What follows belongs to an exercise in optimizing a design on an open flow for small area, a short achievable clock period and few clock cycles per item; a production flow would make more cautious choices.
The RTL was checked by simulation tests, not by an equivalence proof against the original design.

==> inputs of 06-20 <==
// cle_loop
module cle_loop (
    input  wire        clk,
    input  wire        rst,
    input  wire        cfg_we,
    input  wire [6:0]  cfg_addr,
    input  wire [31:0] cfg_wdata,
    input  wire        ev_start,
    input  wire [31:0] ev_y,
    input  wire        ev_y_valid,
    output wire        ready,
    output wire        res_valid,
    output wire [31:0] res_u,
    output wire [31:0] res_rw,
    output wire        res_clamped,
    output wire        res_input_bad,
    output wire        res_ramping,
    output wire        res_int,
    output wire        res_limit
);
    localparam signed [39:0] SMAX = 40'sh7F_FFFF_FFFF;
    localparam signed [39:0] SMIN = -40'sh7F_FFFF_FFFF;
    function automatic signed [39:0] sat42(input signed [41:0] v);
        reg pos, neg;
        begin
            pos   = ~v[41] & (v[40] | v[39]);
            neg   = v[41] & (~(v[40] & v[39]) | ~(|v[38:0]));
  ...
==> flow/config.mk <==
export PLATFORM = sky130hd
export DESIGN_NAME = cle_loop
export DESIGN_NICKNAME = cle_loop
export VERILOG_FILES = /design/flow/design.v
export SDC_FILE = /design/flow/constraint.sdc
export NUM_CORES = 8
export LEC_CHECK = 0
export ABC_AREA = 1
export CAP_MARGIN = 20
export CORE_MARGIN = 2
export CORE_UTILIZATION = 46
export SLEW_MARGIN = 20
export SYNTH_HIERARCHICAL = 1
==> flow/constraint.sdc <==
create_clock -name core_clock -period 30.0 [get_ports {clk}]
set_input_delay 6.0000 -clock core_clock [delete_from_list [all_inputs] [get_ports {clk}]]
set_output_delay 6.0000 -clock core_clock [all_outputs]
set_load 0.01 [all_outputs]
standard.sh (not shown) runs the stock make flow with config.mk's settings and CLKGATE_MAP_FILE= SYNTH_SCRIPT=/design/flow/synth_recipe.tcl, a recipe that flattens the netlist after the stock synthesis.
==> flow/flow/run.sh <==
#!/bin/bash
# The standard layout (standard synthesis, floorplan, placement, CTS, routing) with ORFS's
# repair_timing asked for more setup slack than the 30 ns clock needs, so that it sizes and
# buffers the design's critical paths.  The clock, SDC and everything else are the standard flow's.
set -euo pipefail
bash standard.sh SETUP_SLACK_MARGIN=21 TNS_END_PERCENT=10 finish > flow_make.log 2>&1
==> inputs of 11-08, as changes to 06-20 <==
--- a/flow/design.v
+++ b/flow/design.v
@@ -85,15 +85,14 @@
     endfunction
     reg signed [31:0] cb0 [0:7];
     reg signed [31:0] cb1 [0:7];
     reg signed [31:0] cb2 [0:7];
     reg signed [31:0] ca1 [0:7];
     reg signed [31:0] ca2 [0:7];
     reg        [3:0]  csh [0:7];
-    reg        [7:0]  a1_i, a2_z, b2_z;  
     reg        [3:0]  nsec;
     reg               soft_en, invert;
     reg signed [31:0] out_min, out_max;
     reg        [31:0] slew, ramp;
     reg        [15:0] lim_n;
     reg signed [31:0] setpoint;
     reg               mode_auto;
@@ -136,21 +135,22 @@
     reg signed [31:0] u_st;          
     reg               st, st_cl;     
     reg               bg1_v, bg1_last, bg2_v, bg2_last;
     reg        [2:0]  bg1_sec, bg2_sec;
     reg signed [31:0] c1_r, c2_r, c3_r, c4_r;
     reg signed [39:0] xb, pb, s1e_b, s1e_c;
     reg signed [39:0] t1_r, t2_r, p1_r, p2_r;
-    reg               aw_en_r;
-    reg signed [31:0] ur_r;          
+    reg               aw_en_r, aw_lt_r, aw_gt_r;
     assign ready     = ready_r;
     assign res_valid = rvalid;
     wire [3:0] last_idx = nsec - 4'd1;
-    wire       is_int   = (nsec != 4'd0) && a1_i[last_idx[2:0]] && a2_z[last_idx[2:0]] &&
-                          b2_z[last_idx[2:0]];
+    wire       is_int   = (nsec != 4'd0) &&
+                          (ca1[last_idx[2:0]] == 32'hC000_0000) &&
+                          (ca2[last_idx[2:0]] == 32'd0) &&
+                          (cb2[last_idx[2:0]] == 32'd0);
     wire signed [31:0] rw_tgt;
     wire               rw_is_y;
     cle_rwt u_rwt (.setpoint(setpoint), .rw(rw), .ramp(ramp), .auto(mode_auto), .soft_en(soft_en),
                    .soft_pending(soft_pending), .rwt(rw_tgt), .rwy(rw_is_y));
     wire signed [39:0] x0;
     wire signed [31:0] rw_next;
     cle_x0 u_x0 (.rwt(rw_tgt), .y(ev_y), .inv(invert), .rwy(rw_is_y), .x0(x0), .rw_next(rw_next));
@@ -165,24 +165,23 @@
     wire signed [39:0] s1c    = byp_r ? s1w_r : s1c_r;
     wire signed [39:0] e_in   = fast ? s1c : 40'sd0;
     wire signed [39:0] t_sat  = sat41({trk_t[39], trk_t});
     wire signed [41:0] t_lo   = {{2{trk_t[39]}}, trk_t} - {2'b00, SMAX};
     wire signed [41:0] t_hi   = {{2{trk_t[39]}}, trk_t} + {2'b00, SMAX};
     wire               t_pos  = !trk_t[39] && (trk_t != 40'sd0);
     wire               t_neg  = trk_t[39];
-    wire [39:0]        t_msk  = ~((40'd1 << sh_l) - 40'd1);
-    wire signed [39:0] t_x    = (m_c_r == 32'sh8000_0000) ? SMIN : ({m_c_r, 8'd0} & t_msk);
+    wire signed [39:0] t_x    = shsat({t_sat[39], t_sat}, sh_l);
     wire signed [41:0] v;
     wire signed [39:0] x_d, p_d;
     wire               done1, toslow;
     cle_chain u_ch (.bone(bctl[15:0]), .btwo(bctl[31:16]), .bneg(bctl[47:32]),
                     .x(x), .e(e_in), .sh(shc), .trk(trk_r), .t_x(t_x), .t_sat(t_sat),
                     .t_lo(t_lo), .t_hi(t_hi), .t_pos(t_pos), .t_neg(t_neg),
                     .first(first), .safe(safe), .ld0(x0_ld), .x0(x0), .lds(slow3), .x_s(x_s),
-                    .ldp(slow2), .pre_s(pre_s), .hold(!busy),
+                    .ldp(slow2), .pre_s(pre_s),
                     .v(v), .x_d(x_d), .p_d(p_d), .done1(done1), .toslow(toslow));
     wire signed [39:0] b_s   = sat42(r_r);
     wire signed [40:0] d_s   = {trk_t[39], trk_t} - {b_s[39], b_s};
     wire signed [39:0] t_s   = sat41(d_s);
     wire signed [39:0] a_s   = strk ? t_s : s1c;
     wire signed [39:0] pre_s = sat41({b_s[39], b_s} + {a_s[39], a_s});
     wire signed [39:0] x_s   = shsat({pb[39], pb}, shc);
@@ -195,22 +194,22 @@
     wire signed [39:0] t1, t2, p1, p2;
     cle_bgm u_m1 (.c(c1_r), .x(xb), .p(t1));
     cle_bgm u_m2 (.c(c2_r), .x(xb), .p(t2));
     cle_bgm u_m3 (.c(c3_r), .x(pb), .p(p1));
     cle_bgm u_m4 (.c(c4_r), .x(pb), .p(p2));
     wire signed [39:0] s1w, s2n;
     cle_bg2 u_bg2 (.t1(t1_r), .p1(p1_r), .t2(t2_r), .p2(p2_r), .s2o(s2[bg2_sec]),
-                   .s1e(s1e_c), .aw_en(bg2_last && aw_en_r), .u(u_prev), .u_raw(ur_r),
+                   .s1e(s1e_c), .aw_en(bg2_last && aw_en_r), .aw_lt(aw_lt_r), .aw_gt(aw_gt_r),
                    .s1w(s1w), .s2n(s2n));
     wire signed [31:0] u_new;
-    wire               clamped;
+    wire               clamped, u_lt, u_gt;
     cle_out u_out (.u_raw(xo), .u_rawm(xm), .out_min(out_min), .out_max(out_max), .slo(slo_r), .shi(shi_r),
                    .slew_nz(slew_nz), .u_lo(u_lo), .u_hi(u_hi), .lo_slo(lo_slo), .lo_shi(lo_shi),
                    .hi_slo(hi_slo), .hi_shi(hi_shi), .u_st(u_st), .st(st), .st_cl(st_cl), .m_c(m_c_r),
-                   .u(u_new), .clamped(clamped));
+                   .u(u_new), .clamped(clamped), .u_lt(u_lt), .u_gt(u_gt));
     assign res_u         = u_new;
     assign res_clamped   = clamped;
     assign res_limit     = clamped && lim_hit_r;
     assign res_rw        = rw;
     assign res_input_bad = bad;
     assign res_ramping   = ramping_r;
     assign res_int       = int_r;
@@ -234,17 +233,17 @@
     wire signed [39:0] s2d = st_clr ? 40'sd0 : s2n;
     integer i;
     always @(posedge clk) begin
         for (i = 0; i < 8; i = i + 1) begin
             if (sec_wr && (rst || cfg_addr[5:3] == i)) begin
                 if (rst || cfg_addr[2:0] == 3'd0) cb0[i] <= wd;
                 if (rst || cfg_addr[2:0] == 3'd1) cb1[i] <= wd;
-                if (rst || cfg_addr[2:0] == 3'd2) begin cb2[i] <= wd; b2_z[i] <= (wd == 32'd0); end
-                if (rst || cfg_addr[2:0] == 3'd3) begin ca1[i] <= wd; a1_i[i] <= (wd == 32'hC000_0000); end
-                if (rst || cfg_addr[2:0] == 3'd4) begin ca2[i] <= wd; a2_z[i] <= (wd == 32'd0); end
+                if (rst || cfg_addr[2:0] == 3'd2) cb2[i] <= wd;
+                if (rst || cfg_addr[2:0] == 3'd3) ca1[i] <= wd;
+                if (rst || cfg_addr[2:0] == 3'd4) ca2[i] <= wd;
                 if (rst || cfg_addr[2:0] == 3'd5) csh[i] <= wd[3:0];
             end
             if (st_clr || (bg2_v && bg2_sec == i)) begin
                 s1[i] <= s1d;
                 s2[i] <= s2d;
             end
         end
@@ -282,15 +281,16 @@
         lim_hit_r <= (lim_n != 16'd0) && lim_armed && (lim_cnt + 16'd1 == lim_n);
         bctl      <= benc(b0n);
         b0_eq3    <= (b0n[31:29] == 3'b000) || (b0n[31:29] == 3'b111);
         b0_eq2    <= (b0n[31] == b0n[30]);
         last_r    <= last_n;
         trk_r     <= !mode_auto && is_int && last_n;
         aw_en_r   <= mode_auto && int_r;
-        ur_r      <= xm;
+        aw_lt_r   <= u_lt;
+        aw_gt_r   <= u_gt;
         c1_r      <= cb1[sec];
         c2_r      <= cb2[sec];
         c3_r      <= ca1[sec];
         c4_r      <= ca2[sec];
         t1_r      <= t1;
         t2_r      <= t2;
         p1_r      <= p1;
@@ -302,17 +302,18 @@
             xb       <= x;
             s1e_b    <= s1c;
             bg1_sec  <= sec;
             bg1_last <= last_r;
             r_r      <= v;
             strk     <= trk_r;
         end
-        if ((first && safe) || slow3 || x0_ld)
+        if ((first && safe) || slow3 || x0_ld) begin
             x  <= x_d;
-        xo        <= x_d[39:8];           
+            xo <= x_d[39:8];
+        end
         if ((first && safe && last_r) || slow3 || x0_ld)
             xm <= x_d[39:8];
         if ((first && safe) || slow2)
             pb <= p_d;
         s1c_r     <= st_clr ? 40'sd0 : s1[ssel];
         s1w_r     <= s1w;
         byp_r     <= !st_clr && bg2_v && (bg2_sec == ssel);
@@ -437,15 +438,15 @@
     input  wire signed [39:0] e,
     input  wire        [3:0]  sh,
     input  wire               trk,
     input  wire signed [39:0] t_x, t_sat,
     input  wire signed [41:0] t_lo, t_hi,
     input  wire               t_pos, t_neg,
     input  wire               first, safe,
-    input  wire               ld0, lds, ldp, hold,
+    input  wire               ld0, lds, ldp,
     input  wire signed [39:0] x0, x_s, pre_s,
     output wire signed [41:0] v,
     output wire signed [39:0] x_d, p_d,
     output wire               done1, toslow
 );
     localparam signed [39:0] SMAX = 40'sh7F_FFFF_FFFF;
     localparam signed [39:0] SMIN = -40'sh7F_FFFF_FFFF;
@@ -514,15 +515,15 @@
             clamp32 = v;
     endfunction
     wire [71:0] s, k;
     cle_mul_ch u_mul (.bone(bone), .btwo(btwo), .bneg(bneg), .x(x), .e(e), .s(s), .k(k));
     wire [71:0] q = s + k;
     assign v = q[71:30];
     wire miss = trk && ((t_pos && (v < t_lo)) || (t_neg && (v > t_hi)));
-    assign x_d    = ld0 ? x0 : (lds ? x_s : (hold ? x : (trk ? t_x : shsat(v[40:0], sh))));
+    assign x_d    = ld0 ? x0 : (lds ? x_s : (trk ? t_x : shsat(v[40:0], sh)));
     assign p_d    = ldp ? pre_s : (trk ? t_sat : sat42(v));
     assign done1  = first && safe && !miss;
     assign toslow = first && (!safe || miss);
 endmodule
 module cle_bgm (
     input  wire signed [31:0] c,
     input  wire signed [39:0] x,
@@ -640,16 +641,15 @@
     endfunction
     wire [71:0] s, k;
     cle_mul u_mul (.c(c), .x(x), .s(s), .k(k));
     assign p = sat42(cpa_hi(s, k));
 endmodule
 module cle_bg2 (
     input  wire signed [39:0] t1, p1, t2, p2, s2o, s1e,
-    input  wire               aw_en,
-    input  wire signed [31:0] u, u_raw,
+    input  wire               aw_en, aw_lt, aw_gt,
     output wire signed [39:0] s1w, s2n
 );
     localparam signed [39:0] SMAX = 40'sh7F_FFFF_FFFF;
     localparam signed [39:0] SMIN = -40'sh7F_FFFF_FFFF;
     function automatic signed [39:0] sat42(input signed [41:0] v);
         reg pos, neg;
         begin
@@ -717,29 +717,29 @@
     wire signed [40:0] dd   = {t1[39], t1} - {p1[39], p1};
     wire               dpos = ~dd[40] & dd[39];
     wire               dneg = dd[40] & (~dd[39] | ~(|dd[38:0]));
     wire signed [41:0] c0   = {{2{t1[39]}}, t1} - {{2{p1[39]}}, p1} + {{2{s2o[39]}}, s2o};
     wire signed [40:0] c1   = {s2o[39], s2o} + {1'b0, SMAX};
     wire signed [40:0] c2   = {s2o[39], s2o} + {1'b1, SMIN};
     wire signed [39:0] s1n  = dpos ? sat41(c1) : (dneg ? sat41(c2) : sat42(c0));
-    wire               aw   = aw_en && (((u < u_raw) && (s1n > s1e)) || ((u > u_raw) && (s1n < s1e)));
+    wire               aw   = aw_en && ((aw_lt && (s1n > s1e)) || (aw_gt && (s1n < s1e)));
     assign s1w = aw ? s1e : s1n;
     assign s2n = sat41({t2[39], t2} - {p2[39], p2});
 endmodule
 module cle_out (
     input  wire signed [31:0] u_raw, u_rawm, out_min, out_max,
     input  wire signed [33:0] slo, shi,
     input  wire               slew_nz,
     input  wire signed [31:0] u_lo, u_hi,
     input  wire               lo_slo, lo_shi, hi_slo, hi_shi,
     input  wire signed [31:0] u_st,
     input  wire               st, st_cl,
     input  wire signed [31:0] m_c,
     output wire signed [31:0] u,
-    output wire               clamped
+    output wire               clamped, u_lt, u_gt
 );
     wire signed [33:0] ur_w   = {{2{u_raw[31]}}, u_raw};
     wire               lt_min = (u_raw < out_min);
     wire               gt_max = (u_raw > out_max);
     wire               raw_lo = slew_nz && (ur_w < slo);
     wire               raw_hi = slew_nz && (ur_w > shi);
     wire               eq_slo = (u_raw == slo[31:0]);
@@ -752,14 +752,16 @@
     wire               o_raw  = !st && !lt_min && !gt_max && !raw_lo && !raw_hi;
     assign u       = ({32{st}} & u_st) | ({32{o_lo}} & u_lo) | ({32{o_hi}} & u_hi) |
                      ({32{o_slo}} & slo[31:0]) | ({32{o_shi}} & shi[31:0]) | ({32{o_raw}} & u_rawm);
     assign clamped = (st && st_cl && !eq_mc) ||
                      (o_lo && (lo_slo ? !eq_slo : (lo_shi ? !eq_shi : 1'b1))) ||
                      (o_hi && (hi_slo ? !eq_slo : (hi_shi ? !eq_shi : 1'b1))) ||
                      (o_slo && !eq_slo) || (o_shi && !eq_shi);
+    assign u_lt    = (u < u_raw);
+    assign u_gt    = (u > u_raw);
 endmodule
 module cle_mul_ch (
     input [15:0] bone,
     input [15:0] btwo,
     input [15:0] bneg,
     input [39:0] x,
     input [39:0] e,
==> impl_metrics.tcl <==
set metrics [dict create \
    outcome "no timing/DRC/antenna violations" \
    non_clock_buffer_area_share 0.03249 \
    grt_util_met1 0.5099 \
    met2RoutedLength_um 645500 \
    final_period_minus_worst_setup_slack_ns 10.23 \
    worst_slack_on_hold_paths_ns 0.2894 \
    vias_per_cell 6.222 \
]
The numbers above come from 11-08.

==> impl_metrics.tcl <==
set metrics [dict create \
    worst_slack_on_hold_paths_ns 0.3259 \
    outcome "no timing/DRC/antenna violations" \
    async_flop_share 0 \
    r2r_cells 34 \
    synth_top_cells_by_area "sky130_fd_sc_hd__edfxtp_1 22%, sky130_fd_sc_hd__fa_1 16%, sky130_fd_sc_hd__xor2_1 9.4%" \
    initial_core_utilization 0.4618 \
    met2RoutedLength_um 648000 \
    synth_seq_area_share 0.2731 \
    die_area_um2 727200 \
    post_synth_and_or_nand_nor_area_fraction 0.1652 \
    whs_path_depth 0 \
    grtUsageMet3 0.1362 \
]
The numbers above come from 06-20.

Testbench counts of 06-20, summed over its fixed seeds: cycles 15,146, evals 2,304.
Testbench counts of 11-08, summed over its fixed seeds: cycles 15,146, evals 2,304.

[port drivers added, routing unchanged]
In the flow no input, the clock included, has a driving cell. The finished layouts below were timed again as built, in two steps.
Step 1, drivers: a clkbuf_16 drives clk and a buf_2 each remaining input, both assumed.
Step 2 moves the port delays by t, midway between the first and last clock arrival at a register: inputs arrive t later, outputs are due t later. That takes back most of the time a late clock gives input paths.
Slacks: ideal / step 1 / step 2; pairs: ideal / step 1.
run | shift t [ns] | setup WS [ns] | worst hold slack (ns) | slew at the worst register clock pin (ns) | worst data-port slew with drivers (ns)
06-20 | 1.206 | 19.826 / 19.682 / 19.764 | 0.326 / 0.326 / 0.326 | 0.09 / 0.09 | 0.05
11-08 | 1.219 | 19.768 / 19.610 / 19.858 | 0.289 / 0.289 / 0.289 | 0.09 / 0.09 | 0.25
After both steps setup and hold are still met in every run listed. For 06-20, which loses most, drivers alone change the setup slack by -0.144 ns; drivers and shift together by -0.062 ns.
